Source: an optimization exercise on an open RTL-to-GDS flow (aim: small area). Production flows keep margins and buffers that such runs may drop.
The RTL was checked by simulation tests, not by an equivalence proof against the original design.
Power and IR drop assume default switching activity.

===== flow/remap.tcl =====
# Re-map the combinational logic of the standard synthesis's netlist for area.
# Flip-flops and full adders (the cells REMAP_KEEP names) stay as they are,
# under their names; every other cell is read as its function and mapped again.
set lib $::env(REMAP_LIB)
yosys read_liberty -ignore_miss_func -ignore_miss_dir -ignore_miss_data_latch $lib
yosys read_verilog $::env(REMAP_IN)
yosys hierarchy -top $::env(FLOW_TOP)
set keep {}
foreach c [split $::env(REMAP_KEEP) " "] {
  if {$c ne ""} { lappend keep $c }
}
yosys setattr -mod -set keep_hierarchy 1 {*}$keep
yosys flatten
yosys opt_clean -purge
yosys stat -liberty $lib
set dont {}
foreach c [split $::env(REMAP_DONT_USE) " "] {
  if {$c ne ""} { lappend dont -dont_use $c }
}
yosys abc -liberty $lib {*}$dont -script $::env(REMAP_SCRIPT)
yosys setundef -zero
yosys splitnets
yosys opt_clean -purge
yosys hilomap -singleton -hicell sky130_fd_sc_hd__conb_1 HI -locell sky130_fd_sc_hd__conb_1 LO
yosys insbuf -buf sky130_fd_sc_hd__buf_4 A X
yosys opt_clean -purge
yosys stat -liberty $lib
yosys select $::env(FLOW_TOP)
yosys write_verilog -noattr -noexpr -nohex -nodec -selected $::env(REMAP_OUT)

===== flow/run.sh =====
#!/bin/bash
# The standard layout (standard.sh), with these changes to how it is made:
#  - after the standard synthesis (bash standard.sh synth, unchanged), the
#    full adders' polarities are chosen again to need fewer inverters
#    (fapol.py), and the combinational logic between the flip-flops and
#    full adders is mapped again for area with ABC (remap.tcl, remap.abc);
#    the flip-flops keep their cells and names;
#  - clock tree synthesis adds no dummy loads and puts up to 16 flip-flops
#    within 70 um under each clkbuf_8 leaf buffer;
#  - every input and output port still gets its own buffer, a buf_1.
# Logs: make's output in synth.log and layout.log, fapol.py's in fapol.log,
# yosys's in remap.log; each ORFS step's log is under orfs/logs/.
set -euo pipefail
here=$(pwd)
res=$here/orfs/results/$FLOW_PLATFORM/pc_decim/base
bash standard.sh synth > synth.log 2>&1
cp $res/1_2_yosys.v $here/standard_1_2_yosys.v
python3 flow/fapol.py $here/standard_1_2_yosys.v $here/fapol.v > fapol.log 2>&1
export REMAP_LIB=$FLOW_HOME/platforms/sky130hd/lib/sky130_fd_sc_hd__tt_025C_1v80.lib
export REMAP_IN=$here/fapol.v
export REMAP_OUT=$here/remap.v
export REMAP_SCRIPT=$here/flow/remap.abc
export REMAP_KEEP="$(grep -oE 'sky130_fd_sc_hd__(df|edf|sdf|fa_|dl|conb)[a-z0-9_]*' $here/standard_1_2_yosys.v | sort -u | tr '\n' ' ')"
export REMAP_DONT_USE="$(make -s -C $FLOW_HOME DESIGN_CONFIG=$here/config.mk print-DONT_USE_CELLS 2>/dev/null | sed 's/^DONT_USE_CELLS: *//')"
yosys -c flow/remap.tcl > remap.log 2>&1
grep -q "sky130_fd_sc_hd__" remap.v
cp remap.v $res/1_2_yosys.v
rm -f $res/1_synth.odb $res/1_synth.sdc
export CTS_ARGS="-sink_clustering_enable -repair_clock_nets -dont_use_dummy_load -sink_clustering_size 16 -sink_clustering_max_diameter 70 -buf_list {sky130_fd_sc_hd__clkbuf_8}"
export REMOVE_ABC_BUFFERS=1
export BUFFER_PORTS_ARGS="-buffer_cell sky130_fd_sc_hd__buf_1"
bash standard.sh > layout.log 2>&1

===== flow/remap.abc =====
strash
dc2
&get -n
&dch -f
&nf -R 1000
&put
strash
&get -n
&dch -f
&nf -R 1000
&put

===== flow/fapol.py =====
#!/usr/bin/env python3
"""Re-choose the polarity of the full adders in a mapped sky130hd netlist.

A full adder is self-dual: FA(~a, ~b, ~c) = (~sum, ~cout).  Yosys's
extract_fa picks each adder's polarity on its own, which leaves many
inverters on adder inputs and outputs.  This script removes every inverter
that only feeds cell pins, then chooses for each fa cell whether it computes
the true or the complemented function so that as few signals as possible are
needed in both polarities, and adds one inverter per signal that still is.
The function of the netlist and all its other cells, flip-flops included, are
unchanged.

usage: fapol.py IN.v OUT.v
"""
import random
import re
import sys

INV_RE = re.compile(r'^sky130_fd_sc_hd__(inv|clkinv)_\d+$')
FA_RE = re.compile(r'^sky130_fd_sc_hd__fa_\d+$')
OUT_PINS = {'X', 'Y', 'Q', 'Q_N', 'SUM', 'COUT', 'HI', 'LO'}
FA_IN = ('A', 'B', 'CIN')
FA_OUT = ('SUM', 'COUT')


def main():
    src, dst = sys.argv[1], sys.argv[2]
    text = open(src).read()
    mods = re.findall(r'\bmodule\b', text)
    assert len(mods) == 1, 'expects one flat module'
    head_end = None
    inst_re = re.compile(r'^  (sky130_fd_sc_hd__\w+) (\S+)\s+\((.*?)\);\n', re.S | re.M)
    insts = []
    for m in inst_re.finditer(text):
        if head_end is None:
            head_end = m.start()
        pins = []
        for pm in re.finditer(r'\.(\w+)\(([^()]*)\)', m.group(3)):
            pins.append([pm.group(1), pm.group(2).strip()])
        insts.append({'type': m.group(1), 'name': m.group(2), 'pins': pins,
                      'span': (m.start(), m.end())})
    assert insts
    tail_start = insts[-1]['span'][1]
    head = text[:head_end]
    tail = text[tail_start:]
    # everything between instances must be blank
    for a, b in zip(insts, insts[1:]):
        assert text[a['span'][1]:b['span'][0]].strip() == '', 'unexpected text between cells'
    assert 'assign' not in head and 'assign' not in tail, 'assign statements not handled'
    assert 'sky130_fd_sc_hd__' not in head + tail, 'cell outside the parsed instances'

    ports = set()
    for m in re.finditer(r'^\s*(input|output|inout)\s+(\[[^\]]*\]\s*)?(\S+)\s*;', head, re.M):
        name = m.group(3)
        rng = m.group(2)
        if rng:
            hi, lo = [int(x) for x in rng.strip()[1:-1].split(':')]
            for i in range(min(hi, lo), max(hi, lo) + 1):
                ports.add('%s[%d]' % (name, i))
        ports.add(name)

    def is_port(n):
        return n in ports or n.startswith("1'b")

    driver = {}      # net -> (inst index, pin)
    sinks = {}       # net -> list of (inst index, pin slot)
    for i, c in enumerate(insts):
        for k, (p, n) in enumerate(c['pins']):
            if p in OUT_PINS:
                assert n not in driver, 'net with two drivers: ' + n
                driver[n] = (i, p)
            else:
                sinks.setdefault(n, []).append((i, k))

    # inverters that can go: output not a port
    removable = set()
    for i, c in enumerate(insts):
        if INV_RE.match(c['type']):
            out = [n for p, n in c['pins'] if p == 'Y'][0]
            if not is_port(out):
                removable.add(i)

    # root and parity of each net, looking through removable inverters
    memo = {}

    def root(n):
        if n in memo:
            return memo[n]
        r, q = n, 0
        seen = 0
        while r in driver and driver[r][0] in removable:
            i = driver[r][0]
            r = [nn for p, nn in insts[i]['pins'] if p == 'A'][0]
            q ^= 1
            seen += 1
            assert seen < 100
        memo[n] = (r, q)
        return memo[n]

    fa = [i for i, c in enumerate(insts) if FA_RE.match(c['type'])]
    fa_idx = {i: j for j, i in enumerate(fa)}
    flip = [0] * len(fa)

    # requirements: for each root, list of (sink fa index or -1, parity)
    reqs = {}
    for i, c in enumerate(insts):
        if i in removable:
            continue
        for k, (p, n) in enumerate(c['pins']):
            if p in OUT_PINS:
                continue
            r, q = root(n)
            reqs.setdefault(r, []).append((fa_idx.get(i, -1), q, i, k))
    # root drivers that are fa outputs
    rdrv = {}
    for r in reqs:
        d = driver.get(r)
        rdrv[r] = fa_idx.get(d[0], -1) if d else -1
        if d and d[0] in removable:
            raise SystemExit('root driven by a removable inverter')

    roots = list(reqs)
    # fa -> roots it touches
    touch = [set() for _ in fa]
    for r in roots:
        if rdrv[r] >= 0:
            touch[rdrv[r]].add(r)
        for s, q, i, k in reqs[r]:
            if s >= 0:
                touch[s].add(r)

    def need_inv(r):
        fd = flip[rdrv[r]] if rdrv[r] >= 0 else 0
        for s, q, i, k in reqs[r]:
            fs = flip[s] if s >= 0 else 0
            if q ^ fs != fd:
                return 1
        return 0

    cur = {r: need_inv(r) for r in roots}
    total = sum(cur.values())
    start = total
    rnd = random.Random(1)

    def try_flip(group):
        nonlocal total
        rs = set()
        for j in group:
            flip[j] ^= 1
            rs |= touch[j]
        new = {r: need_inv(r) for r in rs}
        delta = sum(new.values()) - sum(cur[r] for r in rs)
        return delta, new

    # adders chained through their carries flip together too
    chain_of = list(range(len(fa)))

    def find(x):
        while chain_of[x] != x:
            chain_of[x] = chain_of[chain_of[x]]
            x = chain_of[x]
        return x
    for j, i in enumerate(fa):
        cout = [n for p, n in insts[i]['pins'] if p == 'COUT'][0]
        r, _ = root(cout)
        for s, q, ii, k in reqs.get(r, []):
            if s >= 0:
                chain_of[find(s)] = find(j)
    chains = {}
    for j in range(len(fa)):
        chains.setdefault(find(j), []).append(j)
    groups = [[j] for j in range(len(fa))] + [g for g in chains.values() if len(g) > 1]

    temp = 1.0
    for it in range(40):
        improved = False
        order = list(range(len(groups)))
        rnd.shuffle(order)
        for gi in order:
            g = groups[gi]
            delta, new = try_flip(g)
            if delta < 0 or (delta == 0 and rnd.random() < 0.5) or \
                    (temp > 0.05 and delta > 0 and rnd.random() < pow(2.7, -delta / temp)):
                cur.update(new)
                total += delta
                if delta < 0:
                    improved = True
            else:
                for j in g:
                    flip[j] ^= 1
        temp *= 0.8
        if not improved and temp < 0.05:
            break
    # final greedy descent
    while True:
        improved = False
        for g in groups:
            delta, new = try_flip(g)
            if delta < 0:
                cur.update(new)
                total += delta
                improved = True
            else:
                for j in g:
                    flip[j] ^= 1
        if not improved:
            break
    total = sum(need_inv(r) for r in roots)

    # rewrite connections
    inv_net = {}
    new_cells = []
    new_wires = []

    def inverted(r):
        if r not in inv_net:
            k = len(inv_net)
            net = '_fapol_n%d_' % k
            inv_net[r] = net
            new_wires.append(net)
            new_cells.append('  sky130_fd_sc_hd__inv_1 _fapol_i%d_ (\n    .A(%s),\n    .Y(%s)\n  );\n'
                             % (k, fmt(r), net))
        return inv_net[r]

    def fmt(n):
        return n + ' ' if n.startswith('\\') else n

    for r in roots:
        fd = flip[rdrv[r]] if rdrv[r] >= 0 else 0
        for s, q, i, k in reqs[r]:
            fs = flip[s] if s >= 0 else 0
            insts[i]['pins'][k][1] = r if q ^ fs == fd else inverted(r)

    out = [head]
    for i, c in enumerate(insts):
        if i in removable:
            continue
        pins = ',\n'.join('    .%s(%s)' % (p, fmt(n)) for p, n in c['pins'])
        out.append('  %s %s (\n%s\n  );\n' % (c['type'], c['name'], pins))
    out.extend(new_cells)
    body = ''.join(out)
    decl = ''.join('  wire %s;\n' % w for w in new_wires)
    # declare the new wires right after the module's first declaration block
    idx = body.index(';\n', body.index('module')) + 2
    body = body[:idx] + decl + body[idx:]
    open(dst, 'w').write(body + tail)
    print('fapol: %d full adders, %d flipped, %d inverters removed, %d added (%d before)'
          % (len(fa), sum(flip), len(removable), len(new_cells), start), file=sys.stderr)


if __name__ == '__main__':
    main()

===== standard.sh =====
#!/bin/bash
# synth_recipe.tcl (not shown) runs the flow's synth.tcl, then flattens the netlist and writes it again
# the make line also repeats each setting of config.mk as NAME=value (left out here)
make -C /OpenROAD-flow-scripts/flow DESIGN_CONFIG=/design/flow/config.mk WORK_HOME=/design/flow/orfs CLKGATE_MAP_FILE= SYNTH_SCRIPT=/design/flow/synth_recipe.tcl "${@:-finish}"

===== design.v =====
module pc_decim (
    input  wire         clk,
    input  wire         rst,
    input  wire         cfg_we,
    input  wire [1:0]   cfg_ch,
    input  wire [31:0]  cfg_data,
    input  wire         mod_tick,
    input  wire [3:0]   mod_bits,
    output wire [3:0]   pc_valid,
    output wire [3:0]   pc_settled,
    output wire [127:0] pc_word
);
    reg [2:0] ph;
    always @(posedge clk)
        if (rst) ph <= 3'd0;
        else     ph <= ph + 3'd1;
    wire [1:0] new_order = cfg_data[26:25];
    wire [3:0] new_l2osr = cfg_data[24:21];
    wire       cfg_ok    = (new_order != 2'b11) && (new_l2osr >= 4'd4) && (new_l2osr <= 4'd12);
    wire [2:0] new_n     = {1'b0, new_order} + 3'd3;
    wire [5:0] new_s     = 6'd60 - new_n * new_l2osr;
    wire [7:0]  sd   [0:3];
    wire [3:0]  zf, lastb, clsf, alf, ofsf;
    wire [1:0]  ordf [0:3];
    wire [5:0]  sf   [0:3];
    wire [2:0]  nsf  [0:3];
    genvar c;
    generate
        for (c = 0; c < 4; c = c + 1) begin : g_ch
            wire [2:0] dg = ph - 2 * c;
            pc_decim_chan u_chan (
                .clk      (clk),
                .rst      (rst),
                .dig      (dg),
                .cfg_we   (cfg_we && (cfg_ch == c)),
                .cfg_ok   (cfg_ok),
                .cfg_data (cfg_data),
                .new_s    (new_s),
                .mod_tick (mod_tick),
                .mod_bit  (mod_bits[c]),
                .sd       (sd[c]),
                .zero     (zf[c]),
                .lastbit  (lastb[c]),
                .cls      (clsf[c]),
                .m_align  (alf[c]),
                .m_ofs    (ofsf[c]),
                .order    (ordf[c]),
                .s        (sf[c]),
                .nsamp    (nsf[c])
            );
            assign pc_valid[c] = clsf[c] && (dg == 3'd7);
        end
    endgenerate
    wire [2:0]  p4 = ph - 3'd4, p5 = ph - 3'd5, p6 = ph - 3'd6, p7 = ph - 3'd7;
    reg  [2:0]  cap4;
    reg  [10:0] cap5;
    reg  [18:0] cap6;
    always @(posedge clk) begin
        cap4 <= sd[p4[2:1]][7:5];
        cap5 <= {sd[p5[2:1]], cap4};
        cap6 <= {sd[p6[2:1]], cap5};
    end
    wire [1:0]  f     = p7[2:1];
    wire [23:0] t24   = {sd[f][4:0], cap6};
    wire [5:0]  s_f   = sf[f];
    wire [3:0]  sh    = (s_f > 6'd37) ? (s_f[3:0] - 4'd5) : 4'd0;    
    wire        clamp = lastb[f] && zf[f] && (t24 == 24'h800000);
    wire [23:0] t24c  = clamp ? (24'h7fffff & (24'hffffff << sh)) : t24;
    wire        ofsr  = ofsf[f];
    wire [23:0] x     = {t24c[23] ^ ofsr, t24c[22:0]};
    wire        fill  = !ofsr && x[23];
    wire [47:0] xs    = {{24{fill}}, x} >> sh;
    assign pc_word    = {4{alf[f] ? {x, 8'd0} : {{8{fill}}, xs[23:0]}}};
    assign pc_settled = {4{nsf[f] > ({1'b0, ordf[f]} + 3'd3)}};
endmodule
module pc_decim_chan (
    input  wire        clk,
    input  wire        rst,
    input  wire [2:0]  dig,         
    input  wire        cfg_we,
    input  wire        cfg_ok,
    input  wire [5:0]  new_s,
    input  wire [31:0] cfg_data,
    input  wire        mod_tick,
    input  wire        mod_bit,
    output wire [7:0]  sd,          
    output reg         zero,        
    output wire        lastbit,     
    output wire        cls,         
    output reg         m_align,     
    output reg         m_ofs,       
    output reg  [1:0]  order,
    output reg  [5:0]  s,           
    output wire [2:0]  nsamp        
);
    reg        en;
    reg [3:0]  l2osr;
    wire [1:0] new_order = cfg_data[26:25];
    wire [3:0] new_l2osr = cfg_data[24:21];
    wire       restart   = cfg_we && cfg_ok && cfg_data[31] &&
                           (!en || (new_order != order) || (new_l2osr != l2osr));
    always @(posedge clk) begin
        if (rst)
            en <= 1'b0;
        else if (cfg_we && cfg_ok)
            en <= cfg_data[31];
        if (cfg_we && cfg_ok) begin
            m_align <= cfg_data[30] & cfg_data[29];
            m_ofs   <= cfg_data[30] & cfg_data[28];
            order  <= new_order;
            l2osr  <= new_l2osr;
            s      <= new_s;
        end
    end
    wire        tick  = mod_tick && en && !restart;
    reg v0, b0, v1, b1, clrp;
    reg a1, x1, c1, a2, x2, c2, clr, dump;
    wire n_a1 = v0 | tick;
    wire n_a2 = v0 & (v1 | tick);
    reg  [63:0] g1, g2, g3, g4, dd, nc1, nc2, nc3, nc4;
    wire        fresh = clrp | restart;         
    wire [11:0] phase = fresh ? 12'd0 : {g4[7:5], g3[7:5], g2[7:5], g1[7:5]};
    wire [2:0]  ns    = fresh ? 3'd0  : dd[7:5];
    wire [11:0] pmask = ~(12'hfff << l2osr);
    wire        w0    = &(phase | ~pmask);                    
    wire        w1    = &(phase | ~pmask | 12'd1) & !phase[0];  
    wire        n_c1  = n_a1 & w0;
    wire        n_c2  = n_a2 & w1;
    wire [11:0] n_ph  = n_c1 ? {11'd0, n_a2} :
                        n_c2 ? 12'd0 : phase + {10'd0, n_a2, n_a1 & !n_a2};
    wire [2:0]  n_ns  = ((n_c1 | n_c2) && ns != 3'd6) ? ns + 3'd1 : ns;
    assign nsamp = dd[7:5];
    always @(posedge clk) begin
        if (rst) begin
            v0   <= 1'b0;
            v1   <= 1'b0;
            clrp <= 1'b0;
            a1   <= 1'b0;
            a2   <= 1'b0;
            c1   <= 1'b0;
            c2   <= 1'b0;
            clr  <= 1'b0;
        end else if (dig == 3'd7) begin
            a1   <= n_a1;
            x1   <= v0 ? b0 : mod_bit;
            c1   <= n_c1;
            a2   <= n_a2;
            x2   <= v1 ? b1 : mod_bit;
            c2   <= n_c2;
            clr  <= fresh;
            dump <= c2;
            v0   <= 1'b0;
            v1   <= 1'b0;
            clrp <= 1'b0;
        end else begin
            if (tick) begin
                if (!v0) begin
                    v0 <= 1'b1;
                    b0 <= mod_bit;
                end else begin
                    v1 <= 1'b1;
                    b1 <= mod_bit;
                end
            end
            if (restart)
                clrp <= 1'b1;
        end
    end
    assign cls     = c1 | c2;
    assign lastbit = c1 ? x1 : x2;
    wire        o3 = (order == 2'd0);
    wire        o4 = (order != 2'd2);
    wire        z3 = clr || o3;
    wire        z4 = clr || o4;
    wire [7:0]  o_g1 = clr ? 8'd0 : g1[7:0];
    wire [7:0]  o_g2 = clr ? 8'd0 : g2[7:0];
    wire [7:0]  o_g3 = z3  ? 8'd0 : g3[7:0];
    wire [7:0]  o_g4 = z4  ? 8'd0 : g4[7:0];
    wire [7:0]  o_dd = (clr || dump) ? 8'd0 : dd[7:0];
    wire [7:0]  m_c3 = o3 ? 8'hff : nc3[7:0];
    wire [7:0]  m_c4 = o4 ? 8'hff : nc4[7:0];
    wire        d0  = (dig == 3'd0);
    wire        d7  = (dig == 3'd7);
    wire        eqd = (dig == s[5:3]);
    wire        gtd = (dig > s[5:3]);
    reg  [7:0]  one, ge;
    integer l;
    always @* begin
        for (l = 0; l < 8; l = l + 1) begin
            one[l] = eqd && (l == s[2:0]);
            ge[l]  = gtd || (eqd && (l >= s[2:0]));
        end
    end
    wire [7:0]  in1 = a1 ? (x1 ? one : ge) : 8'd0;
    wire [7:0]  in2 = a2 ? (x2 ? one : ge) : 8'd0;
    reg  [13:0] cy;      
    wire [13:0] ci = d0 ? 14'b11110000000000 : cy;
    wire [13:0] co;
    wire [7:0]  ga1, ga2, ga3, ga4, da;
    pc_decim_add u_a1 (.a(o_g1), .b(in1),               .ci(ci[0]), .s(ga1), .co(co[0]));
    pc_decim_add u_a2 (.a(o_g2), .b(a1 ? ga1 : 8'd0),   .ci(ci[1]), .s(ga2), .co(co[1]));
    pc_decim_add u_a3 (.a(o_g3), .b(a1 ? ga2 : 8'd0),   .ci(ci[2]), .s(ga3), .co(co[2]));
    pc_decim_add u_a4 (.a(o_g4), .b(a1 ? ga3 : 8'd0),   .ci(ci[3]), .s(ga4), .co(co[3]));
    pc_decim_add u_ad (.a(o_dd), .b(a1 ? ga4 : 8'd0),   .ci(ci[4]), .s(da),  .co(co[4]));
    wire [7:0]  gb1, gb2, gb3, gb4, db;
    pc_decim_add u_b1 (.a(ga1),               .b(in2),              .ci(ci[5]), .s(gb1), .co(co[5]));
    pc_decim_add u_b2 (.a(ga2),               .b(a2 ? gb1 : 8'd0),  .ci(ci[6]), .s(gb2), .co(co[6]));
    pc_decim_add u_b3 (.a(o3 ? 8'd0 : ga3),   .b(a2 ? gb2 : 8'd0),  .ci(ci[7]), .s(gb3), .co(co[7]));
    pc_decim_add u_b4 (.a(o4 ? 8'd0 : ga4),   .b(a2 ? gb3 : 8'd0),  .ci(ci[8]), .s(gb4), .co(co[8]));
    pc_decim_add u_bd (.a(c1 ? 8'd0 : da),    .b(a2 ? gb4 : 8'd0),  .ci(ci[9]), .s(db),  .co(co[9]));
    wire [7:0]  dsum = c1 ? da : db;
    wire [7:0]  y1, y2, y3, y4;
    pc_decim_add u_y1 (.a(dsum), .b(nc1[7:0]), .ci(ci[10]), .s(y1), .co(co[10]));
    pc_decim_add u_y2 (.a(y1),   .b(nc2[7:0]), .ci(ci[11]), .s(y2), .co(co[11]));
    pc_decim_add u_y3 (.a(y2),   .b(m_c3),     .ci(ci[12]), .s(y3), .co(co[12]));
    pc_decim_add u_y4 (.a(y3),   .b(m_c4),     .ci(ci[13]), .s(y4), .co(co[13]));
    assign sd = y4;
    wire [7:0]  w_c1 = cls ? ~dsum : (nc1[7:0] | {8{clr}});
    wire [7:0]  w_c2 = cls ? ~y1   : (nc2[7:0] | {8{clr}});
    wire [7:0]  w_c3 = cls ? ~y2   : (nc3[7:0] | {8{clr}});
    wire [7:0]  w_c4 = cls ? ~y3   : (nc4[7:0] | {8{clr}});
    always @(posedge clk) begin
        cy  <= co;
        g1  <= {d7 ? n_ph[2:0]  : gb1[7:5], gb1[4:0], g1[63:8]};
        g2  <= {d7 ? n_ph[5:3]  : gb2[7:5], gb2[4:0], g2[63:8]};
        g3  <= {d7 ? n_ph[8:6]  : gb3[7:5], gb3[4:0], g3[63:8]};
        g4  <= {d7 ? n_ph[11:9] : gb4[7:5], gb4[4:0], g4[63:8]};
        dd  <= {d7 ? n_ns       : db[7:5],  db[4:0],  dd[63:8]};
        nc1 <= {w_c1, nc1[63:8]};
        nc2 <= {w_c2, nc2[63:8]};
        nc3 <= {w_c3, nc3[63:8]};
        nc4 <= {w_c4, nc4[63:8]};
        if (dig <= 3'd4)
            zero <= (d0 | zero) & ((dig == 3'd4) ? (sd[4:0] == 5'd0) : (sd == 8'd0));
    end
endmodule
module pc_decim_add (
    input  wire [7:0] a,
    input  wire [7:0] b,
    input  wire       ci,
    output wire [7:0] s,
    output wire       co
);
    wire [8:0] c;
    assign c[0] = ci;
    genvar i;
    generate
        for (i = 0; i < 8; i = i + 1) begin : g_bit
            assign s[i]   = a[i] ^ b[i] ^ c[i];
            assign c[i+1] = (a[i] & b[i]) | (c[i] & (a[i] ^ b[i]));
        end
    endgenerate
    assign co = c[8];
endmodule

===== constraint.sdc =====
create_clock -name core_clock -period 25.0 [get_ports {clk}]
set_input_delay 5.0000 -clock core_clock [delete_from_list [all_inputs] [get_ports {clk}]]
set_output_delay 5.0000 -clock core_clock [all_outputs]
set_load 0.01 [all_outputs]

===== config.mk =====
export PLATFORM = sky130hd
export DESIGN_NAME = pc_decim
export DESIGN_NICKNAME = pc_decim
export VERILOG_FILES = /design/flow/design.v
export SDC_FILE = /design/flow/constraint.sdc
export NUM_CORES = 4
export LEC_CHECK = 0
export ABC_AREA = 1
export CAP_MARGIN = 20
export CORE_MARGIN = 2
export CORE_UTILIZATION = 50
export GPL_TIMING_DRIVEN = 0
export PLACE_DENSITY = 0.65
export SLEW_MARGIN = 20

==> results of run 1 <==
## per-stage QoR
step	std cells	utilization, %	setup slack, ps
6_report	7616	53.9	2340
5_1_grt	7615	53.9	1270
4_1_cts	7612	53.9	2350
3_5_place_dp	7434	52.2	3440
3_3_place_gp	7417	52.0	2250
2_1_floorplan	5345	-	6020
## power by group through the flow
| stage | clock [mW] | combinational [mW] | sequential (mW) |
|---|---|---|---|
| 6_report | 1.76 | 0.625 | 4.17 |
| 4_1_cts | 1.83 | 0.621 | 4.17 |
| 3_3_place_gp | 0 | 0.615 | 4.26 |
| 3_5_place_dp | 0 | 0.618 | 4.26 |
| 2_1_floorplan | 0 | 0.346 | 4.24 |
| 5_1_grt | 1.97 | 0.668 | 4.18 |
## cell type report
class	instances	area [sq um]	area share, %
sequential	2512	51100	65.0
multi-input combinational	2619	21000	26.7
inverter	214	803	1.02
clock buffer	178	2450	3.12
tap	1917	2400	3.05
antenna	4	10.0	0.0127
timing repair buffer	172	816	1.04
## how the worst max path moves through the flow
stage	to
floorplan	pc_word[35]
global placement	pc_word[7]
detailed placement	pc_word[52]
CTS	pc_word[48]
global route	pc_word[20]
finish	pc_word[48]
## layer usage
metal	wire, um	vias up	GRT usage (%)
li1	-	18000	-
met1	65800	18400	26.7
met2	60500	923	28.1
met3	7770	262	4.01
met4	4040	18	6.24
met5	119	-	0
## flip-flops by register name (all words and copies together), names as in the netlist, 8 cells and up
name               cells
cap5                  11
cap6                  19
g_ch.u_chan.cy        56
g_ch.u_chan.dd       256
g_ch.u_chan.g1       256
g_ch.u_chan.g2       256
g_ch.u_chan.g3       256
g_ch.u_chan.g4       256
g_ch.u_chan.l2osr     16
g_ch.u_chan.nc1      256
g_ch.u_chan.nc2      256
g_ch.u_chan.nc3      256
g_ch.u_chan.nc4      256
g_ch.u_chan.order      8
g_ch.u_chan.s         24
## cell usage in the layout, fill, tap and decap left out, types with 24 or more instances in the layout
master / count
sky130_fd_sc_hd__a21oi_1: 230
sky130_fd_sc_hd__a22oi_1: 39
sky130_fd_sc_hd__and2_0: 71
sky130_fd_sc_hd__buf_1: 154
sky130_fd_sc_hd__clkbuf_8: 178
sky130_fd_sc_hd__clkinv_1: 214
sky130_fd_sc_hd__dfxtp_1: 2424
sky130_fd_sc_hd__edfxtp_1: 80
sky130_fd_sc_hd__fa_1: 454
sky130_fd_sc_hd__mux2i_1: 52
sky130_fd_sc_hd__nand2_1: 433
sky130_fd_sc_hd__nand2b_1: 245
sky130_fd_sc_hd__nand3_1: 32
sky130_fd_sc_hd__nor2_1: 344
sky130_fd_sc_hd__nor2b_1: 75
sky130_fd_sc_hd__nor3_1: 37
sky130_fd_sc_hd__o21ai_0: 120
sky130_fd_sc_hd__o22ai_1: 58
sky130_fd_sc_hd__or2_0: 98
sky130_fd_sc_hd__xnor2_1: 24
==> qor.log, run 1 <==
qor: run_status.outcome no timing/DRC/antenna violations
qor: grt.antenna_found_initial 13
qor: power.sequentialPowerShare 63.6%
qor: power.power_density 83.3 nW/um^2
qor: place.io_buffers 155
qor: critical_path.cp-end-kind primary output
qor: critical_path.critical_path_depth 46
qor: critical_path.worstPathMaxFanout 22
qor: floorplan.height_of_the_die 388 um
qor: detailed_routing.first_iter_violations 2383
qor: job.timing.max_cap.violations 0
qor: grt.globalRoute.totalOverflow 0
qor: critical_path.critPathLaunchType flop
qor: place.place.gp.congestion 0.901
qor: timing.rsz_0062_raised_after_global_routing false
qor: detailed_routing.totalWireLength 138000 um
qor: timing.finalMaxSlewViolations 0
qor: hold_path.hold_path_startpoint g_ch[1].u_chan.nc1[50]
qor: timing.setup-violations-final 0
qor: cts.clock_sink_count 2512
qor: synth.synth-warning-count 2
qor: detailed_routing.ant_nets 0
qor: power.design_power_total 6.55 mW
qor: critical_path.timing.critical_path.buf_inv 5
qor: critical_path.regToRegSetupSlack 10290 ps
qor: floorplan.die_x 388 um
qor: timing.max_slew_margin 24.4%
qor: cts.tritoncts built
qor: floorplan.placeableCoreArea 146000 sq um
qor: power.switching_share 24.5%
qor: critical_path.r2r_start ph[1]
qor: synth.synth_area 73600 sq um
qor: power.power_frac_clock 26.8%
qor: grt.maximum_number_of_pins_on_one_net_before_global_route_repair 40
qor: hold_path.timing.hold.worst.class reg2reg
qor: timing.period_minus_slack 22660 ps
qor: floorplan.row_cnt 140
qor: grt.grt_pass1_vias 38000
qor: cts.hold_buffers 0
qor: cts.tritoncts.num_buffers 178
qor: hold_path.timing.hold.worst_path_depth 0
qor: critical_path.critical_path.top_delay_family adder cells
qor: detailed_routing.dr.pass1.iters 6
qor: floorplan.initial_core_util 50.4%
qor: critical_path.setup.worst_path.class reg2out
qor: critical_path.timing.critical_path.mode_cell sky130_fd_sc_hd__fa_1
qor: power.ir_drop 0.0607 mV
qor: finish.layout.cell_area.non_filler 78600 sq um
qor: detailed_routing.routed_via_density 4.93
qor: cts.cts.reportedPaths.clkPinSlew 90 ps
qor: timing.hold_slack 261 ps
qor: critical_path.slowest_cell_on_the_critical_path sky130_fd_sc_hd__a211oi_1
qor: hold_path.worst_hold_path.endpoint g_ch[1].u_chan.nc1[42]
qor: floorplan.io_pins 178
qor: cts.cts.htree.levels 4
qor: place.placement.cell_area 76100 sq um
qor: timing.fmax 44.1 MHz
qor: finish.layout-area-overhead-vs-synth 6.84%
qor: cts.cts_root_buf sky130_fd_sc_hd__clkbuf_8
qor: critical_path.worstPathArrival 17660 ps
qor: critical_path.worst_ep_required_time 20000 ps
qor: finish.n_fill_cell 12200
qor: floorplan.dieArea 150000 sq um
qor: critical_path.crit-reg2reg-capture g_ch[3].u_chan.zero
qor: finish.layout_cells_sized_above_1 4.20%
qor: detailed_routing.avgRoutedWirePerCell 18.1 um
qor: timing.timing.setup.tns 0 ps
qor: detailed_routing.vias 37500
qor: detailed_routing.drc_markers 0
qor: place.dp_hpwl 99800 um
qor: timing.hold_violations 0
qor: power.combinationalPowerShare 9.5%
qor: timing.post-route-period-util 90.7%
qor: finish.layout.nets 6193
qor: synth.netlist_instances 5444
qor: power.total_leakage_power 28.3 nW
qor: critical_path.worst-r2r-cell-count 36
qor: cts.post_cts.repair.setup_buffers 0
qor: power.internal-power 4.95 mW
qor: timing.tightestPinTransition 1130 ps
qor: power.total_switching_power 1.60 mW
qor: cts.cts_max_path_buffers 3
qor: critical_path.worstSetupStartpoint ph[1]
qor: cts.clkLatencyLatePin 940 ps
qor: grt.global_route_usage_over_all_layers 18.6%
qor: grt.grt_pass1_wl 217000 um
qor: timing.fin_worst_skew 126 ps
qor: critical_path.max_stage_delay 990 ps
qor: cts.postCtsResizedCells 0
qor: synth.syn_area_per_cell 13.5 sq um
==> inputs of run 2 (changes only) <==
--- a/flow/run.sh
+++ b/flow/run.sh
@@ -26,7 +26,7 @@
 grep -q "sky130_fd_sc_hd__" remap.v
 cp remap.v $res/1_2_yosys.v
 rm -f $res/1_synth.odb $res/1_synth.sdc
-export CTS_ARGS="-sink_clustering_enable -repair_clock_nets -dont_use_dummy_load -sink_clustering_size 16 -sink_clustering_max_diameter 70 -buf_list {sky130_fd_sc_hd__clkbuf_8}"
+export CTS_ARGS="-sink_clustering_enable -repair_clock_nets -dont_use_dummy_load -sink_clustering_size 10 -sink_clustering_max_diameter 50 -buf_list {sky130_fd_sc_hd__clkbuf_4}"
 export REMOVE_ABC_BUFFERS=1
 export BUFFER_PORTS_ARGS="-buffer_cell sky130_fd_sc_hd__buf_1"
 bash standard.sh > layout.log 2>&1
==> run 2 against run 1 <==
Net effect:
- total power shrank 0.46%
- die area is the same
- sequential power is essentially flat
- global-route usage grew 0.29 points
- largest power group unchanged
==> qor.log, run 2 <==
qor: critical_path.worstPathMaxFanout 22 [unchanged]
qor: floorplan.io_pins 178 [unchanged]
qor: critical_path.worstPathArrival 18110 ps [+450 ps]
qor: timing.finalMaxSlewViolations 0 [unchanged]
qor: grt.global_route_usage_over_all_layers 18.9% [+0.29 points]
qor: cts.postCtsResizedCells 0 [unchanged]
qor: timing.timing.setup.tns 0 ps [unchanged]
qor: hold_path.timing.hold.worst_path_depth 0 [unchanged]
qor: critical_path.critical_path.endpoint pc_word[48]
qor: hold_path.timing.hold.worst.class reg2reg
qor: cts.hold_buffers 0 [unchanged]
qor: critical_path.crit-reg2reg-capture g_ch[3].u_chan.zero
qor: critical_path.slowest_cell_on_the_critical_path sky130_fd_sc_hd__dfxtp_1
qor: grt.globalRoute.totalOverflow 0 [unchanged]
qor: place.io_buffers 155 [unchanged]
qor: floorplan.initial_core_util 50.4% [unchanged]
qor: detailed_routing.totalWireLength 140000 um [+1.0%]
qor: finish.n_fill_cell 12300 [+0.66%]
qor: critical_path.max_stage_delay 960 ps [-30 ps]
qor: timing.max_slew_margin 23.9% [-0.51 points]
qor: floorplan.dieArea 150000 sq um [unchanged]
qor: cts.clock_sink_count 2512 [unchanged]
qor: critical_path.timing.critical_path.mode_cell sky130_fd_sc_hd__fa_1
qor: critical_path.cp-end-kind primary output
qor: finish.layout_commonest_cell sky130_fd_sc_hd__dfxtp_1
qor: place.dp_hpwl 99800 um [unchanged]
qor: cts.cts.reportedPaths.clkPinSlew 120 ps [+30 ps]
qor: timing.period_minus_slack 23110 ps [+450 ps]
qor: detailed_routing.ant_nets 0 [unchanged]
qor: grt.grt_pass1_wl 220000 um [+1.8%]
qor: critical_path.worst-r2r-cell-count 36 [unchanged]
qor: detailed_routing.avgRoutedWirePerCell 18.0 um [-0.74%]
qor: critical_path.r2r_start ph[1]
qor: finish.layout-area-overhead-vs-synth 6.69%
qor: cts.cts_max_path_buffers 4 [+1]
qor: timing.post-route-period-util 92.5% [+1.8 points]
qor: detailed_routing.dr.pass1.iters 9 [+3]
qor: floorplan.height_of_the_die 388 um [unchanged]
qor: grt.maximum_number_of_pins_on_one_net_before_global_route_repair 40 [unchanged]
qor: critical_path.setup.worst_path.class reg2out
qor: critical_path.worst_ep_required_time 20000 ps [about the same]
qor: cts.cts.htree.levels 5 [+1]
qor: timing.fmax 43.3 MHz [-1.9%]
qor: critical_path.worstSetupStartpoint ph[1]
qor: finish.most-common-layout-cells 2424 x sky130_fd_sc_hd__dfxtp_1, 454 x sky130_fd_sc_hd__fa_1, 433 x sky130_fd_sc_hd__nand2_1
qor: power.total_leakage_power 28.5 nW [+0.52%]
qor: cts.tritoncts built
qor: detailed_routing.routed_via_density 4.96 [+0.61%]
qor: job.timing.max_cap.violations 0 [unchanged]
qor: floorplan.placeableCoreArea 146000 sq um [unchanged]
qor: detailed_routing.vias 38500 [+2.4%]
qor: detailed_routing.drc_markers 0 [unchanged]
qor: floorplan.die_x 388 um [unchanged]
qor: place.place.gp.congestion 0.901 [unchanged]
qor: power.design_power_total 6.52 mW [-0.46%]
qor: synth.synth-warning-count 2 [unchanged]
qor: detailed_routing.first_iter_violations 2492 [+4.6%]
qor: timing.hold_violations 0 [unchanged]
qor: timing.fin_worst_skew 116 ps [-10.5 ps]
qor: synth.synth_area 73600 sq um [unchanged]
qor: finish.layout_cells_sized_above_1 6.37% [+2.2 points]
qor: floorplan.row_cnt 140 [unchanged]
qor: synth.netlist_instances 5444 [unchanged]
qor: cts.post_cts.repair.setup_buffers 0 [unchanged]
qor: power.power_density 83.1 nW/um^2 [-0.32%]
qor: finish.layout.nets 6325 [+2.1%]
qor: timing.setup-violations-final 0 [unchanged]
qor: grt.antenna_found_initial 13 [unchanged]
qor: synth.syn_area_per_cell 13.5 sq um [unchanged]
qor: timing.tightestPinTransition 1140 ps [+7.64 ps]
qor: run_status.outcome no timing/DRC/antenna violations
qor: grt.grt_pass1_vias 39200 [+3.2%]
qor: power.ir_drop 0.0582 mV [-4.2%]
qor: cts.tritoncts.num_buffers 310 [+74%]
qor: timing.rsz_0062_raised_after_global_routing false
qor: cts.cts_root_buf sky130_fd_sc_hd__clkbuf_4
qor: critical_path.regToRegSetupSlack 10090 ps [-200 ps]
qor: cts.clkLatencyLatePin 1260 ps [+320 ps]
qor: critical_path.critPathLaunchType flop
[run 2: cell types whose count changed in the layout (fill, tap and decap cells not counted), sizes merged]
cell	delta
diode	+5
clkbuf	+132
[run 2: area by class of cell]
cell class                 count  area (sq um)  area share [%]
tap                         1917          2400            3.06
timing repair buffer         172           816            1.04
multi-input combinational   2619         21000            26.8
antenna                        9          22.5          0.0287
sequential                  2512         51100            65.1
clock buffer                 310          2330            2.97
inverter                     214           803            1.02
[run 2: power breakdown]
| part | switching [mW] | total [mW] | internal, mW |
|---|---|---|---|
| clock network | 1.15 | 1.73 | 0.574 |
| logic | 0.437 | 0.624 | 0.187 |
| registers | 0.0451 | 4.17 | 4.12 |
| total | 1.63 | 6.52 | 4.88 |
[run 2: critical path, delay by kind of cell (launching register included)]
| kind | cells | cell delay, ps |
|---|---|---|
| adders and majority gates | 14 | 7100 |
| muxes | 2 | 490 |
| and+or+nand+nor | 17 | 3770 |
| xor gates and xnor gates | 1 | 250 |
| DFF | 1 | 960 |
| AOI/OAI and AO/OA | 7 | 3070 |
| buffers and inverters | 5 | 1190 |
[run 2: metal layers]
metal  global-route usage (%)  up-vias  part of all wire (%)
met5                        0        -                 0.086
met4                     7.21       18                   3.1
met3                     4.27      317                   5.7
met2                     28.4     1069                    44
met1                     26.8    18700                    47
li1                         -    18300                     -
[run 2: per-stage QoR]
stage | hold WS [ps] | utilization (%) | instances | setup WS (ps) | cell area, sq um
final | 242 | 53.8 | 7753 | 1890 | 78500
after global routing | 227 | 53.8 | 7751 | 841 | 78500
after CTS | 228 | 53.8 | 7744 | 1940 | 78500
after detailed placement | 312 | 52.2 | 7434 | 3440 | 76100
after global placement | 309 | 52.0 | 7417 | 2250 | 75800
after floorplan | 310 | - | 5345 | 6020 | 72800
[run 2: worst min-delay path by stage]
stage,slack [ps],to,start
final,240,g_ch[1].u_chan.nc1[42],g_ch[1].u_chan.nc1[50]
after global routing,230,g_ch[1].u_chan.nc1[42],g_ch[1].u_chan.nc1[50]
after CTS,230,g_ch[1].u_chan.g3[40],g_ch[1].u_chan.g3[48]
after detailed placement,310,g_ch[1].u_chan.g1[1],g_ch[1].u_chan.g1[9]
after global placement,310,g_ch[0].u_chan.nc3[30],g_ch[0].u_chan.nc3[38]
after floorplan,310,cap5[0],cap4[0]
==> inputs of run 3 (changes only) <==
--- a/design.v
+++ b/design.v
@@ -177,8 +177,6 @@
     wire [7:0]  o_g3 = z3  ? 8'd0 : g3[7:0];
     wire [7:0]  o_g4 = z4  ? 8'd0 : g4[7:0];
     wire [7:0]  o_dd = (clr || dump) ? 8'd0 : dd[7:0];
-    wire [7:0]  m_c3 = o3 ? 8'hff : nc3[7:0];
-    wire [7:0]  m_c4 = o4 ? 8'hff : nc4[7:0];
     wire        d0  = (dig == 3'd0);
     wire        d7  = (dig == 3'd7);
     wire        eqd = (dig == s[5:3]);
@@ -212,13 +210,15 @@
     wire [7:0]  y1, y2, y3, y4;
     pc_decim_add u_y1 (.a(dsum), .b(nc1[7:0]), .ci(ci[10]), .s(y1), .co(co[10]));
     pc_decim_add u_y2 (.a(y1),   .b(nc2[7:0]), .ci(ci[11]), .s(y2), .co(co[11]));
-    pc_decim_add u_y3 (.a(y2),   .b(m_c3),     .ci(ci[12]), .s(y3), .co(co[12]));
-    pc_decim_add u_y4 (.a(y3),   .b(m_c4),     .ci(ci[13]), .s(y4), .co(co[13]));
+    pc_decim_add u_y3 (.a(y2),   .b(nc3[7:0]), .ci(ci[12]), .s(y3), .co(co[12]));
+    pc_decim_add u_y4 (.a(y3),   .b(nc4[7:0]), .ci(ci[13]), .s(y4), .co(co[13]));
     assign sd = y4;
-    wire [7:0]  w_c1 = cls ? ~dsum : (nc1[7:0] | {8{clr}});
-    wire [7:0]  w_c2 = cls ? ~y1   : (nc2[7:0] | {8{clr}});
-    wire [7:0]  w_c3 = cls ? ~y2   : (nc3[7:0] | {8{clr}});
-    wire [7:0]  w_c4 = cls ? ~y3   : (nc4[7:0] | {8{clr}});
+    wire        cls3 = cls && !o3;
+    wire        cls4 = cls && !o4;
+    wire [7:0]  w_c1 = cls  ? ~dsum : (nc1[7:0] | {8{clr}});
+    wire [7:0]  w_c2 = cls  ? ~y1   : (nc2[7:0] | {8{clr}});
+    wire [7:0]  w_c3 = cls3 ? ~y2   : (nc3[7:0] | {8{clr}});
+    wire [7:0]  w_c4 = cls4 ? ~y3   : (nc4[7:0] | {8{clr}});
     always @(posedge clk) begin
         cy  <= co;
         g1  <= {d7 ? n_ph[2:0]  : gb1[7:5], gb1[4:0], g1[63:8]};
--- a/flow/run.sh
+++ b/flow/run.sh
@@ -26,7 +26,7 @@
 grep -q "sky130_fd_sc_hd__" remap.v
 cp remap.v $res/1_2_yosys.v
 rm -f $res/1_synth.odb $res/1_synth.sdc
-export CTS_ARGS="-sink_clustering_enable -repair_clock_nets -dont_use_dummy_load -sink_clustering_size 10 -sink_clustering_max_diameter 50 -buf_list {sky130_fd_sc_hd__clkbuf_4}"
+export CTS_ARGS="-sink_clustering_enable -repair_clock_nets -dont_use_dummy_load -sink_clustering_size 9 -sink_clustering_max_diameter 45 -buf_list {sky130_fd_sc_hd__clkbuf_4}"
 export REMOVE_ABC_BUFFERS=1
 export BUFFER_PORTS_ARGS="-buffer_cell sky130_fd_sc_hd__buf_1"
 bash standard.sh > layout.log 2>&1
==> run 3 against run 2 <==
Net effect:
- core utilization about the same
- register-to-register slack better by 130 ps
- first-iteration DRC count increased by 7.2%
- routed wire length down 1.5%
- final area down 0.20%
- critical path depth decreased by 2
- highest routed layer unchanged
- largest cell class unchanged
- sequential power about the same
==> qor.log, run 3 <==
qor: run_status.outcome no timing/DRC/antenna violations
qor: critical_path.setup.worst_path.class reg2out
qor: power.total_leakage_power 28.6 nW [+0.43%]
qor: timing.hold_violations 0 [unchanged]
qor: finish.layout_commonest_cell sky130_fd_sc_hd__dfxtp_1
qor: critical_path.critical_path.top_delay_family adder cells
qor: finish.n_fill_cell 12200 [-0.36%]
qor: cts.post_cts.repair.setup_buffers 0 [unchanged]
qor: timing.postLayoutSetupSlackWorst 2250 ps [+362 ps]
qor: power.ir_drop 0.0542 mV [-6.7%]
qor: grt.global_route_usage_over_all_layers 18.6% [-0.29 points]
qor: cts.clkLatencyLatePin 1280 ps [+20 ps]
qor: cts.cts.htree.levels 5 [unchanged]
qor: place.place.gp.congestion 0.915 [+1.5%]
qor: cts.postCtsResizedCells 0 [unchanged]
qor: hold_path.hold_path_startpoint g_ch[3].u_chan.g2[10]
qor: finish.ff_latch_area 51100 sq um [about the same]
qor: detailed_routing.dr.pass1.iters 9 [unchanged]
qor: timing.rsz_0062_raised_after_global_routing false
qor: critical_path.cp-end-kind primary output
qor: place.dp_hpwl 98700 um [-1.1%]
qor: grt.antenna_found_initial 8 [-5]
qor: grt.grt_pass1_wl 215000 um [-2.6%]
qor: finish.layout-area-overhead-vs-synth 7.02%
qor: finish.multi_input_logic_area 20600 sq um [-2.0%]
qor: critical_path.worstPathMaxFanout 21 [-4.5%]
qor: grt.maximum_number_of_pins_on_one_net_before_global_route_repair 41 [+2.5%]
qor: detailed_routing.ant_nets 0 [unchanged]
qor: finish.layout_cells_sized_above_1 6.78% [+0.41 points]
qor: critical_path.worstSetupStartpoint ph[1]
qor: critical_path.max_stage_delay 930 ps [-30 ps]
qor: critical_path.worst_ep_required_time 20000 ps [about the same]
qor: critical_path.timing.critical_path.buf_inv 4 [-1]
qor: timing.timing.setup.tns 0 ps [unchanged]
qor: timing.fin_worst_skew 133 ps [+17.3 ps]
qor: floorplan.height_of_the_die 387 um [-0.25%]
qor: timing.post-route-period-util 91.0% [-1.4 points]
qor: grt.grt_pass1_vias 38900 [-0.66%]
qor: cts.tritoncts.num_buffers 343 [+11%]
qor: critical_path.worstPathArrival 17750 ps [-360 ps]
qor: power.power_density 81.3 nW/um^2 [-2.2%]
qor: synth.syn_area_per_cell 13.6 sq um [+0.37%]
qor: finish.layout.nets 6309 [-0.25%]
qor: cts.clock_sink_count 2512 [unchanged]
qor: synth.netlist_instances 5396 [-0.88%]
qor: detailed_routing.drc_markers 0 [unchanged]
qor: floorplan.placeableCoreArea 146000 sq um [-0.24%]
qor: cts.cts_max_path_buffers 4 [unchanged]
qor: grt.globalRoute.totalOverflow 0 [unchanged]
qor: detailed_routing.first_iter_violations 2672 [+7.2%]
qor: cts.hold_buffers 0 [unchanged]
qor: timing.max_slew_margin 23.5% [-0.31 points]
qor: cts.tritoncts built
qor: cts.cts_root_buf sky130_fd_sc_hd__clkbuf_4
qor: critical_path.timing.critical_path.mode_cell sky130_fd_sc_hd__fa_1
qor: job.timing.max_cap.violations 0 [unchanged]
qor: timing.period_minus_slack 22750 ps [-362 ps]
qor: floorplan.die_x 387 um [-0.25%]
qor: cts.cts.reportedPaths.clkPinSlew 90 ps [-30 ps]
qor: hold_path.timing.hold.worst.class reg2reg
qor: detailed_routing.vias 38600 [+0.51%]
qor: critical_path.critPathLaunchType flop
qor: timing.fmax 44.0 MHz [+1.6%]
qor: detailed_routing.avgRoutedWirePerCell 17.8 um [-1.3%]
qor: critical_path.slowest_cell_on_the_critical_path sky130_fd_sc_hd__dfxtp_1
qor: timing.finalMaxSlewViolations 0 [unchanged]
qor: floorplan.dieArea 149000 sq um [-0.51%]
qor: place.io_buffers 155 [unchanged]
qor: timing.tightestPinTransition 1150 ps [+11.6 ps]
qor: floorplan.io_pins 178 [unchanged]
qor: timing.setup-violations-final 0 [unchanged]
qor: critical_path.regToRegSetupSlack 10220 ps [+130 ps]
qor: critical_path.r2r_start ph[1]
qor: detailed_routing.routed_via_density 5.00 [+0.73%]
qor: floorplan.row_cnt 140 [unchanged]
qor: detailed_routing.totalWireLength 138000 um [-1.5%]
qor: floorplan.initial_core_util 50.3% [-0.14 points]
qor: finish.most-common-layout-cells 2419 x sky130_fd_sc_hd__dfxtp_1, 476 x sky130_fd_sc_hd__nand2_1, 454 x sky130_fd_sc_hd__fa_1
qor: synth.synth_area 73200 sq um [-0.51%]
qor: place.detailedPlace.worstSlack 3640 ps [+208 ps]
qor: synth.synth-warning-count 2 [unchanged]
==> run 3: changes by cell type in the layout (fill, tap and decap cells not counted), moves of 11 or more <==
cell	previous run	this run
sky130_fd_sc_hd__o21ai_0	120	189
sky130_fd_sc_hd__o22a_1	9	20
sky130_fd_sc_hd__nor2_1	344	276
sky130_fd_sc_hd__nor2b_1	75	59
sky130_fd_sc_hd__or2_0	98	59
sky130_fd_sc_hd__nor3_1	37	68
sky130_fd_sc_hd__clkbuf_4	310	343
sky130_fd_sc_hd__nand2_1	433	476
sky130_fd_sc_hd__a21oi_1	230	204
sky130_fd_sc_hd__nand2b_1	245	215
sky130_fd_sc_hd__a211oi_1	16	3
==> run 3: stage by stage <==
step / cell area (sq um) / instances / power (mW) / hold slack, ps / utilization, %
2_1_floorplan: 72400 / 5297 / 4.47 / 310 / -
5_1_grt: 78300 / 7735 / 6.66 / 240 / 53.8
6_report: 78300 / 7736 / 6.37 / 254 / 53.8
3_5_place_dp: 75700 / 7384 / 4.66 / 312 / 52.0
3_3_place_gp: 75400 / 7369 / 4.66 / 310 / 51.8
4_1_cts: 78300 / 7727 / 6.46 / 222 / 53.8
==> run 3: final timing paths <==
check	endpoint	cells after the start
hold / removal	g_ch[3].u_chan.g2[2]	0
hold reg to reg	g_ch[3].u_chan.g2[2]	0
setup / recovery	pc_word[117]	44
setup reg to reg	g_ch[3].u_chan.zero	36
==> run 3: metal layers <==
metal	share of wire [%]	global-route usage, %	routed length [um]
met1	47	26.4	64000
met2	44	28.0	60600
met3	6.1	3.75	8430
met4	3.2	7.49	4470
met5	0.025	0	34
==> run 3: area by class of cell <==
cell class	count	share of cell area (%)
flip-flops and latches	2512	65.2
multi-input cells	2565	26.3
clock buffers	343	3.29
well taps	1917	3.06
inverters	220	1.05
repair buffers	171	1.03
diodes	8	0.0256
==> run 3: report_power, final <==
group          switching (mW)  internal (mW)  leakage (nW)  total, mW
clock                    1.15          0.632          1.58       1.79
combinational           0.301          0.129          6.65      0.430
sequential             0.0392           4.11          20.4       4.15
==> inputs of run 4 (changes only) <==
--- a/flow/run.sh
+++ b/flow/run.sh
@@ -26,7 +26,7 @@
 grep -q "sky130_fd_sc_hd__" remap.v
 cp remap.v $res/1_2_yosys.v
 rm -f $res/1_synth.odb $res/1_synth.sdc
-export CTS_ARGS="-sink_clustering_enable -repair_clock_nets -dont_use_dummy_load -sink_clustering_size 9 -sink_clustering_max_diameter 45 -buf_list {sky130_fd_sc_hd__clkbuf_4}"
+export CTS_ARGS="-sink_clustering_enable -repair_clock_nets -dont_use_dummy_load -sink_clustering_size 14 -sink_clustering_max_diameter 60 -buf_list {sky130_fd_sc_hd__clkbuf_4 sky130_fd_sc_hd__clkbuf_8}"
 export REMOVE_ABC_BUFFERS=1
 export BUFFER_PORTS_ARGS="-buffer_cell sky130_fd_sc_hd__buf_1"
 bash standard.sh > layout.log 2>&1
==> run 4 against run 3 <==
Net effect:
- combinational power about the same
- die area unchanged
- area after synthesis unchanged
- sequential share of layout area down 0.24 points
- register-to-register slack got worse by 120 ps
- count of clock-buffer cells in the layout down 134
- sequential power about the same
- synthesized cell count unchanged
- core utilization grew 0.20 points
- total power is 1.5% higher
- cell count fell by 1.8%
- largest cell class unchanged
- highest routed layer unchanged
==> qor.log, run 4 <==
qor: run_status.outcome no timing/DRC/antenna violations
qor: synth.synth-warning-count 2 [unchanged]
qor: finish.layout-area-overhead-vs-synth 7.42%
qor: critical_path.regToRegSetupSlack 10100 ps [-120 ps]
qor: detailed_routing.ant_nets 0 [unchanged]
qor: grt.antenna_found_initial 8 [unchanged]
qor: grt.globalRoute.totalOverflow 0 [unchanged]
qor: floorplan.height_of_the_die 387 um [unchanged]
qor: critical_path.setup.worst_path.class reg2out
qor: timing.hold_violations 0 [unchanged]
qor: detailed_routing.vias 37800 [-2.3%]
qor: floorplan.dieArea 149000 sq um [unchanged]
qor: critical_path.worstPathArrival 17550 ps [-200 ps]
qor: critical_path.critical_path_depth 44 [unchanged]
qor: detailed_routing.first_iter_violations 2668 [-0.15%]
qor: cts.postCtsResizedCells 0 [unchanged]
qor: cts.clkLatencyLatePin 970 ps [-310 ps]
qor: critical_path.worstPathMaxFanout 28 [+33%]
qor: power.ir_drop 0.0592 mV [+9.1%]
qor: detailed_routing.drc_markers 0 [unchanged]
qor: floorplan.io_pins 178 [unchanged]
qor: floorplan.initial_core_util 50.3% [unchanged]
qor: cts.clock_sink_count 2512 [unchanged]
qor: cts.cts.htree.levels 4 [-1]
qor: power.power_density 82.2 nW/um^2 [+1.1%]
qor: hold_path.timing.hold.worst.class reg2reg
qor: synth.synth_area 73200 sq um [unchanged]
qor: detailed_routing.avgRoutedWirePerCell 18.0 um [+1.0%]
qor: timing.fmax 44.3 MHz [+0.88%]
qor: critical_path.slowest_cell_on_the_critical_path sky130_fd_sc_hd__dfxtp_1
qor: critical_path.max_stage_delay 1100 ps [+170 ps]
qor: power.design_power_total 6.46 mW [+1.5%]
qor: critical_path.cp-end-kind primary output
qor: floorplan.row_cnt 140 [unchanged]
qor: timing.rsz_0062_raised_after_global_routing false
qor: timing.fin_worst_skew 151 ps [+18.4 ps]
qor: finish.layout_cells_sized_above_1 4.56% [-2.2 points]
qor: floorplan.die_x 387 um [unchanged]
qor: timing.period_minus_slack 22550 ps [-199 ps]
qor: critical_path.critical_path.top_delay_family adder cells
qor: timing.hold_slack 266 ps [+12.0 ps]
qor: critical_path.worst-r2r-cell-count 38 [+5.6%]
qor: job.timing.max_cap.violations 0 [unchanged]
qor: timing.max_slew_margin 20.7% [-2.8 points]
qor: timing.timing.setup.tns 0 ps [unchanged]
qor: finish.layout.cell_area.non_filler 78600 sq um [+0.37%]
qor: floorplan.placeableCoreArea 146000 sq um [unchanged]
qor: finish.layout_commonest_cell sky130_fd_sc_hd__dfxtp_1
qor: critical_path.critPathLaunchType flop
qor: cts.cts.reportedPaths.clkPinSlew 80 ps [about the same]
qor: place.place.gp.congestion 0.915 [unchanged]
qor: timing.post-route-period-util 90.2% [-0.80 points]
qor: finish.layout.nets 6175 [-2.1%]
qor: timing.setup-violations-final 0 [unchanged]
qor: critical_path.worst_ep_required_time 20000 ps [about the same]
qor: cts.cts_root_buf sky130_fd_sc_hd__clkbuf_8
qor: hold_path.timing.hold.worst_path_depth 0 [unchanged]
qor: critical_path.timing.critical_path.mode_cell sky130_fd_sc_hd__fa_1
qor: place.dp_hpwl 98700 um [unchanged]
qor: place.io_buffers 155 [unchanged]
qor: grt.grt_pass1_wl 211000 um [-1.6%]
qor: cts.tritoncts built
qor: place.placement.cell_area 75700 sq um [unchanged]
qor: critical_path.timing.critical_path.buf_inv 4 [unchanged]
qor: timing.tightestPinTransition 1190 ps [+40.2 ps]
qor: detailed_routing.totalWireLength 136000 um [-0.78%]
qor: grt.global_route_usage_over_all_layers 18.4% [-0.24 points]
qor: cts.hold_buffers 0 [unchanged]
qor: power.total_leakage_power 28.5 nW [-0.26%]
qor: grt.maximum_number_of_pins_on_one_net_before_global_route_repair 41 [unchanged]
qor: synth.syn_area_per_cell 13.6 sq um [unchanged]
qor: detailed_routing.dr.pass1.iters 9 [unchanged]
qor: timing.finalMaxSlewViolations 0 [unchanged]
qor: grt.grt_pass1_vias 37700 [-3.2%]
qor: cts.cts_max_path_buffers 3 [-1]
qor: synth.netlist_instances 5396 [unchanged]
qor: cts.post_cts.repair.setup_buffers 0 [unchanged]
qor: cts.tritoncts.num_buffers 209 [-39%]
qor: detailed_routing.routed_via_density 4.97 [-0.50%]
qor: finish.most-common-layout-cells 2420 x sky130_fd_sc_hd__dfxtp_1, 476 x sky130_fd_sc_hd__nand2_1, 454 x sky130_fd_sc_hd__fa_1
run 4: area by class of cell:
cell class                      count  area, sq um
Inverter                          220          826
Sequential cell                  2512        51100
Fill cell                       12100        66900
Clock buffer                      209         2880
Antenna cell                        3         7.51
Timing Repair Buffer              171          807
Tap cell                         1917         2400
Multi-Input combinational cell   2565        20600
run 4: report_power, final:
group / internal (mW) / switching [mW] / total, mW
sequential: 4.11 / 0.0394 / 4.15
combinational: 0.129 / 0.301 / 0.430
clock: 0.742 / 1.14 / 1.88
run 4: path summary, 6_finish.rpt:
kind                              start               endpoint
hold reg to reg   g_ch[2].u_chan.g4[62]  g_ch[2].u_chan.g4[54]
setup / recovery                  ph[2]            pc_word[85]
setup reg to reg                  ph[2]    g_ch[3].u_chan.zero
hold / removal    g_ch[2].u_chan.g4[62]  g_ch[2].u_chan.g4[54]
run 4: metrics by stage:
| stage | cells | setup WS (ps) | util (%) |
|---|---|---|---|
| after global routing | 7597 | 1660 | 54.0 |
| after CTS | 7593 | 2670 | 54.0 |
| after global placement | 7369 | 2190 | 51.8 |
| after detailed placement | 7384 | 3640 | 52.0 |
| after floorplan | 5297 | 6270 | - |
| final | 7597 | 2450 | 54.0 |
run 4: routing by layer:
metal	track usage (%)	wire (um)	vias to the layer above
li1	-	-	17900
met1	26.4	64600	18500
met2	27.8	59500	1097
met3	3.56	8160	286
met4	6.50	4190	6
met5	0	34	-
==> inputs of run 5 (changes only) <==
--- a/flow/run.sh
+++ b/flow/run.sh
@@ -26,7 +26,7 @@
 grep -q "sky130_fd_sc_hd__" remap.v
 cp remap.v $res/1_2_yosys.v
 rm -f $res/1_synth.odb $res/1_synth.sdc
-export CTS_ARGS="-sink_clustering_enable -repair_clock_nets -dont_use_dummy_load -sink_clustering_size 14 -sink_clustering_max_diameter 60 -buf_list {sky130_fd_sc_hd__clkbuf_4 sky130_fd_sc_hd__clkbuf_8}"
+export CTS_ARGS="-sink_clustering_enable -repair_clock_nets -dont_use_dummy_load -sink_clustering_size 16 -sink_clustering_max_diameter 70 -buf_list {sky130_fd_sc_hd__clkbuf_8}"
 export REMOVE_ABC_BUFFERS=1
 export BUFFER_PORTS_ARGS="-buffer_cell sky130_fd_sc_hd__buf_1"
 bash standard.sh > layout.log 2>&1
==> run 5 against run 4 <==
Net effect:
- cell count fell by 0.39%
- count of clock-buffer cells in the layout down 31
- routed wire length fell by 0.42%
- core utilization is 0.28 points lower
- critical path depth is the same
- final area down 0.52%
- combinational power is essentially flat
- hold slack improved by 13 ps
- register-to-register slack gained 170 ps
- highest routed layer unchanged
==> qor.log, run 5 <==
qor: cts.cts.reportedPaths.clkPinSlew 100 ps [+20 ps]
qor: finish.layout_cells_sized_above_1 4.06% [-0.51 points]
qor: timing.fin_worst_skew 93.2 ps [-58.0 ps]
qor: cts.clock_sink_count 2512 [unchanged]
qor: synth.netlist_instances 5396 [unchanged]
qor: cts.hold_buffers 0 [unchanged]
qor: power.total_leakage_power 28.3 nW [-0.76%]
qor: timing.hold_violations 0 [unchanged]
qor: critical_path.critPathLaunchType flop
qor: critical_path.timing.critical_path.buf_inv 4 [unchanged]
qor: detailed_routing.avgRoutedWirePerCell 18.0 um [about the same]
qor: cts.cts.htree.levels 4 [unchanged]
qor: cts.clkLatencyLatePin 930 ps [-40 ps]
qor: grt.antenna_found_initial 7 [-1]
qor: grt.maximum_number_of_pins_on_one_net_before_global_route_repair 41 [unchanged]
qor: place.placement.cell_area 75700 sq um [unchanged]
qor: detailed_routing.dr.pass1.iters 7 [-2]
qor: place.detailedPlace.worstSlack 3640 ps [unchanged]
qor: run_status.outcome no timing/DRC/antenna violations
qor: critical_path.worstPathMaxFanout 21 [-25%]
qor: grt.globalRoute.totalOverflow 0 [unchanged]
qor: cts.cts_root_buf sky130_fd_sc_hd__clkbuf_8
qor: power.power_density 81.0 nW/um^2 [-1.5%]
qor: hold_path.timing.hold.worst.class reg2reg
qor: detailed_routing.totalWireLength 136000 um [-0.42%]
qor: timing.fmax 44.6 MHz [+0.52%]
qor: critical_path.worstPathArrival 17440 ps [-110 ps]
qor: place.numPlacedInstances 7384 [unchanged]
qor: floorplan.die_x 387 um [unchanged]
qor: cts.tritoncts.num_buffers 178 [-15%]
qor: detailed_routing.ant_nets 0 [unchanged]
qor: timing.timing.setup.tns 0 ps [unchanged]
qor: timing.finalMaxSlewViolations 0 [unchanged]
qor: cts.tritoncts built
qor: critical_path.setup.worst_path.class reg2out
qor: timing.max_slew_margin 22.4% [+1.7 points]
qor: finish.finalNonFillerCells 7567 [-0.39%]
qor: timing.rsz_0062_raised_after_global_routing false
qor: place.place.gp.congestion 0.915 [unchanged]
qor: cts.cts_max_path_buffers 3 [unchanged]
qor: cts.post_cts.repair.setup_buffers 0 [unchanged]
qor: floorplan.initial_core_util 50.3% [unchanged]
qor: place.io_buffers 155 [unchanged]
qor: detailed_routing.drc_markers 0 [unchanged]
qor: timing.period_minus_slack 22440 ps [-116 ps]
qor: detailed_routing.vias 37500 [-0.73%]
qor: floorplan.placeableCoreArea 146000 sq um [unchanged]
qor: timing.hold_slack 279 ps [+12.9 ps]
qor: detailed_routing.first_iter_violations 2786 [+4.4%]
qor: timing.post-route-period-util 89.7% [-0.46 points]
qor: synth.syn_area_per_cell 13.6 sq um [unchanged]
qor: finish.most-common-layout-cells 2420 x sky130_fd_sc_hd__dfxtp_1, 476 x sky130_fd_sc_hd__nand2_1, 454 x sky130_fd_sc_hd__fa_1
qor: floorplan.row_cnt 140 [unchanged]
qor: grt.grt_pass1_vias 37300 [-1.1%]
qor: critical_path.max_stage_delay 910 ps [-190 ps]
qor: finish.n_fill_cell 12100 [+0.45%]
qor: job.timing.max_cap.violations 0 [unchanged]
qor: floorplan.io_pins 178 [unchanged]
qor: grt.grt_pass1_wl 210000 um [-0.51%]
qor: timing.postLayoutSetupSlackWorst 2560 ps [+116 ps]
qor: finish.layout_commonest_cell sky130_fd_sc_hd__dfxtp_1
qor: critical_path.worst_ep_required_time 20000 ps [about the same]
qor: synth.synth_area 73200 sq um [unchanged]
qor: finish.layout.cell_area.non_filler 78200 sq um [-0.52%]
qor: critical_path.timing.critical_path.mode_cell sky130_fd_sc_hd__fa_1
qor: power.ir_drop 0.0668 mV [+13%]
qor: place.dp_hpwl 98700 um [unchanged]
qor: cts.postCtsResizedCells 0 [unchanged]
qor: grt.global_route_usage_over_all_layers 18.3% [-0.086 points]
qor: floorplan.height_of_the_die 387 um [unchanged]
qor: synth.synth-warning-count 2 [unchanged]
qor: floorplan.dieArea 149000 sq um [unchanged]
qor: critical_path.critical_path.top_delay_family adder cells
qor: finish.layout.nets 6145 [-0.49%]
qor: finish.layout-area-overhead-vs-synth 6.86%
qor: timing.setup-violations-final 0 [unchanged]
qor: critical_path.slowest_cell_on_the_critical_path sky130_fd_sc_hd__dfxtp_1
qor: critical_path.cp-end-kind primary output
qor: detailed_routing.routed_via_density 4.95 [-0.33%]
qor: timing.tightestPinTransition 1160 ps [-23.7 ps]
-- run 5: per-stage QoR --
step	util [%]	power [mW]
after global placement	51.8	4.66
final	53.7	6.33
after floorplan	-	4.47
after global routing	53.7	6.59
after CTS	53.7	6.40
after detailed placement	52.0	4.66
-- run 5: final timing paths --
path	start	endpoint	slack (ps)	depth (start not counted)
setup / recovery	ph[1]	pc_word[117]	2560	44
hold / removal	g_ch[3].u_chan.nc4[28]	g_ch[3].u_chan.nc4[20]	280	0
setup reg to reg	ph[1]	g_ch[3].u_chan.zero	10270	38
hold reg to reg	g_ch[3].u_chan.nc4[28]	g_ch[3].u_chan.nc4[20]	280	0
-- run 5: layout make-up --
type	instances	area, sq um	area share, %
antenna	3	7.51	0.00960
clock buffer	178	2450	3.13
inverter	220	826	1.06
multi-input combinational	2565	20600	26.3
sequential	2512	51100	65.3
tap	1917	2400	3.07
timing repair buffer	172	822	1.05
-- run 5: power breakdown --
| group | switching [mW] | total (mW) | internal, mW |
|---|---|---|---|
| logic | 0.302 | 0.431 | 0.129 |
| clock network | 1.12 | 1.75 | 0.637 |
| registers | 0.0390 | 4.15 | 4.11 |
-- run 5: routing by layer --
metal / wire, um / global-route usage, % / part of all wire (%) / up-vias
li1: - / - / - / 17900
met1: 64500 / 26.5 / 47 / 18300
met2: 59300 / 27.7 / 44 / 1066
met3: 7970 / 3.35 / 5.9 / 266
met4: 4080 / 6.21 / 3.0 / 6
met5: 34 / 0 / 0.025 / -
-- run 5: worst reg2reg max path, delay by kind of cell (launching register included) --
kind                     cells  cell delay [ps]
AO/OA/AOI/OAI                6             1780
AND/OR/NAND/NOR             12             2560
buffers and inverters        3              820
adder cells (fa/ha/maj)     17             8510
flip-flops                   1              910

## port drivers added, routing unchanged
The results above use ideal ports. As a check the final layouts listed here were re-extracted and re-timed, cells and wires unchanged.
Step 1: set_driving_cell puts a clkbuf_16 on clk and a buf_2 on each other input, an assumption about the parent block.
Step 2 moves the port delays by t, midway between the first and last clock arrival at a register: inputs arrive t later, outputs are due t later. That takes back most of the time a late clock gives input paths.
a / b / c = ideal ports / drivers / drivers and shift; a / b = the first two.
run	shift t [ns]	setup slack, ns	clock arrival spread, ns	worst data-port slew with drivers (ns)
run 1	0.952	2.336 / 2.264 / 3.215	0.127 / 0.127	0.19
run 2	1.274	1.886 / 1.814 / 3.088	0.121 / 0.121	0.20
run 3	1.286	2.248 / 2.175 / 3.460	0.141 / 0.141	0.17
run 4	0.967	2.447 / 2.373 / 3.340	0.151 / 0.151	0.16
run 5	0.957	2.563 / 2.490 / 3.447	0.103 / 0.102	0.16
After both steps setup and hold are still met in every run listed.
